This is an optimization exercise on Yosys and OpenROAD, whose aim is small area, not a production implementation. In this exercise RTL edits were held to simulation tests only and were not proved equivalent to the original. No activity file was given, so power comes from the tool's default toggle rates.

xenon:
==> flow/design.v (excerpt) <==
module acq_decim (
    input  wire        clk,
    input  wire        rst,
    input  wire        start,
    input  wire [2:0]  order,
    input  wire [10:0] ratio,
    input  wire [31:0] cal_ofs,
    input  wire [31:0] cal_gain,
    input  wire        x_valid,
    input  wire [13:0] x,
    output reg         res_valid,
    output wire [29:0] res_f,
    output wire [31:0] res_v,
    output wire        res_clip,
    output wire        res_sat
);
    localparam [2:0] ST_IDLE = 3'd0,
                     ST_ACC  = 3'd1,
                     ST_MUL  = 3'd2,
                     ST_DIV  = 3'd3,
                     ST_CAL  = 3'd4;
    reg [2:0]  st;
    reg [4:0]  cnt;
    reg        busy;       
    reg [10:0] pd;         
    reg [2:0]  blk;        
    reg        tflag;      
    reg        clip;
    reg [2:0]  a1;
    reg [11:0] a2;
    reg [20:0] a3;
    reg [30:0] a4;
    reg [53:0] S;
    reg [31:0] phi;
    reg [13:0] xr;
  ...
Size: ~16000 µm² of cells after synthesis.
Settings: LEC_CHECK=0, CAP_MARGIN=20, CORE_MARGIN=2, CORE_UTILIZATION=65, SLEW_MARGIN=20, SYNTH_HIERARCHICAL=1, SYNTH_MINIMUM_KEEP_SIZE=0; clock period 12.0 ns.
standard.sh (not shown) runs the stock make flow with config.mk's settings and CLKGATE_MAP_FILE= SYNTH_SCRIPT=/design/flow/synth_recipe.tcl, a recipe that flattens the netlist after the stock synthesis.
==> flow/flow/run.sh <==
#!/bin/bash
set -uo pipefail
bash standard.sh \
  "BUFFER_PORTS_ARGS=-buffer_cell sky130_fd_sc_hd__buf_1" \
  "CTS_ARGS=-sink_clustering_enable -repair_clock_nets -dont_use_dummy_load -buf_list sky130_fd_sc_hd__clkbuf_8 -sink_buffer_max_cap_derate 0.7" \
  finish > flow_make.log 2>&1
rc=$?
tail -40 flow_make.log
exit $rc
> inputs changed (xenon -> quartz)
Settings: SLEW_MARGIN changed from 20 to 5; CAP_MARGIN changed from 20 to 5.
--- a/flow/flow/run.sh
+++ b/flow/flow/run.sh
@@ -5 +5 @@
-  "CTS_ARGS=-sink_clustering_enable -repair_clock_nets -dont_use_dummy_load -buf_list sky130_fd_sc_hd__clkbuf_8 -sink_buffer_max_cap_derate 0.7" \
+  "CTS_ARGS=-sink_clustering_enable -repair_clock_nets -dont_use_dummy_load" \
Global-route wire length before repair, quartz vs xenon: up slightly
Summary of quartz over xenon: switching part of the total power lower, area of the multi-input gates level, ratio of final minimum period to clock period decreased by 0.15 points relative to the old numbers, power went up.
Taking xenon as the reference point, the arrival time at the worst endpoint of quartz falls by 0.07 ns.
--- input diff quartz..amber ---
Settings: changing CAP_MARGIN from 5 to 20; changing SLEW_MARGIN from 5 to 20.
--- outcome ---
- There was hardly any difference in design area between quartz and amber.
- amber against quartz: total power divided by cell area stayed essentially flat; flip-flop and latch count stayed essentially flat; setup slack of the most critical reg-to-reg path stayed essentially flat.
- Compared with quartz, in amber overall routed net length did not really move; total power did not really move.
- Diff quartz..amber | net switching share of the total power | negligible
- Compared amber against quartz; setup total negative slack within noise.
- From quartz to amber the numbers moved as follows: average wire length per cell after detail routing did not really move, hold slack did not really move.
- The setup slack was comparable across quartz and amber.
### amber -> indigo
Settings: SLEW_MARGIN: 20 -> 5; CAP_MARGIN: 20 -> 5.
--- a/flow/flow/run.sh
+++ b/flow/flow/run.sh
@@ -5 +5 @@
-  "CTS_ARGS=-sink_clustering_enable -repair_clock_nets -dont_use_dummy_load" \
+  "CTS_ARGS=-sink_clustering_enable -repair_clock_nets -dont_use_dummy_load -buf_list sky130_fd_sc_hd__clkbuf_8" \
[summary]
On maximum fanout encountered on the critical timing path, amber and indigo are basically level.
From amber to indigo the numbers moved as follows: maximum frequency from static timing analysis essentially unchanged, flip-flop and latch count essentially unchanged, final critical-path setup slack decreased 0.013 ns.
Of amber and indigo, the higher logic gate share of total power belongs to indigo.
Summary: switching power summed over all nets, indigo better than amber
Initial antenna violation count ended up 1 higher on indigo than on amber.
indigo ends up with a growth of design area from synthesis to finish that is 1.4 points lower than in amber.

separate check: timing with driven ports:
In the flow no input, the clock included, has a driving cell. The finished layouts below were timed again as built, in two steps. Step 1: set_driving_cell puts a clkbuf_16 on clk and a buf_2 on each other input, an assumption about the parent block. Step 2 adds t to the input delays and takes it off the output delays; t is the mean of the earliest and latest rising clock arrival at the registers after step 1. Input paths then give back, and output paths get back, about the clock's delay inside the block. a / b / c = ideal / step 1 / step 2; a / b = the first two.
run	shift t [ns]	setup slack, ns	worst register clock-pin slew, ns
xenon	0.515	1.055 / 1.055 / 1.055	0.13 / 0.13
quartz	0.490	1.074 / 1.074 / 1.074	0.09 / 0.09
amber	0.492	1.076 / 1.076 / 1.076	0.09 / 0.09
indigo	0.514	1.063 / 1.063 / 1.063	0.12 / 0.12
After both steps setup and hold are still met in every run listed.
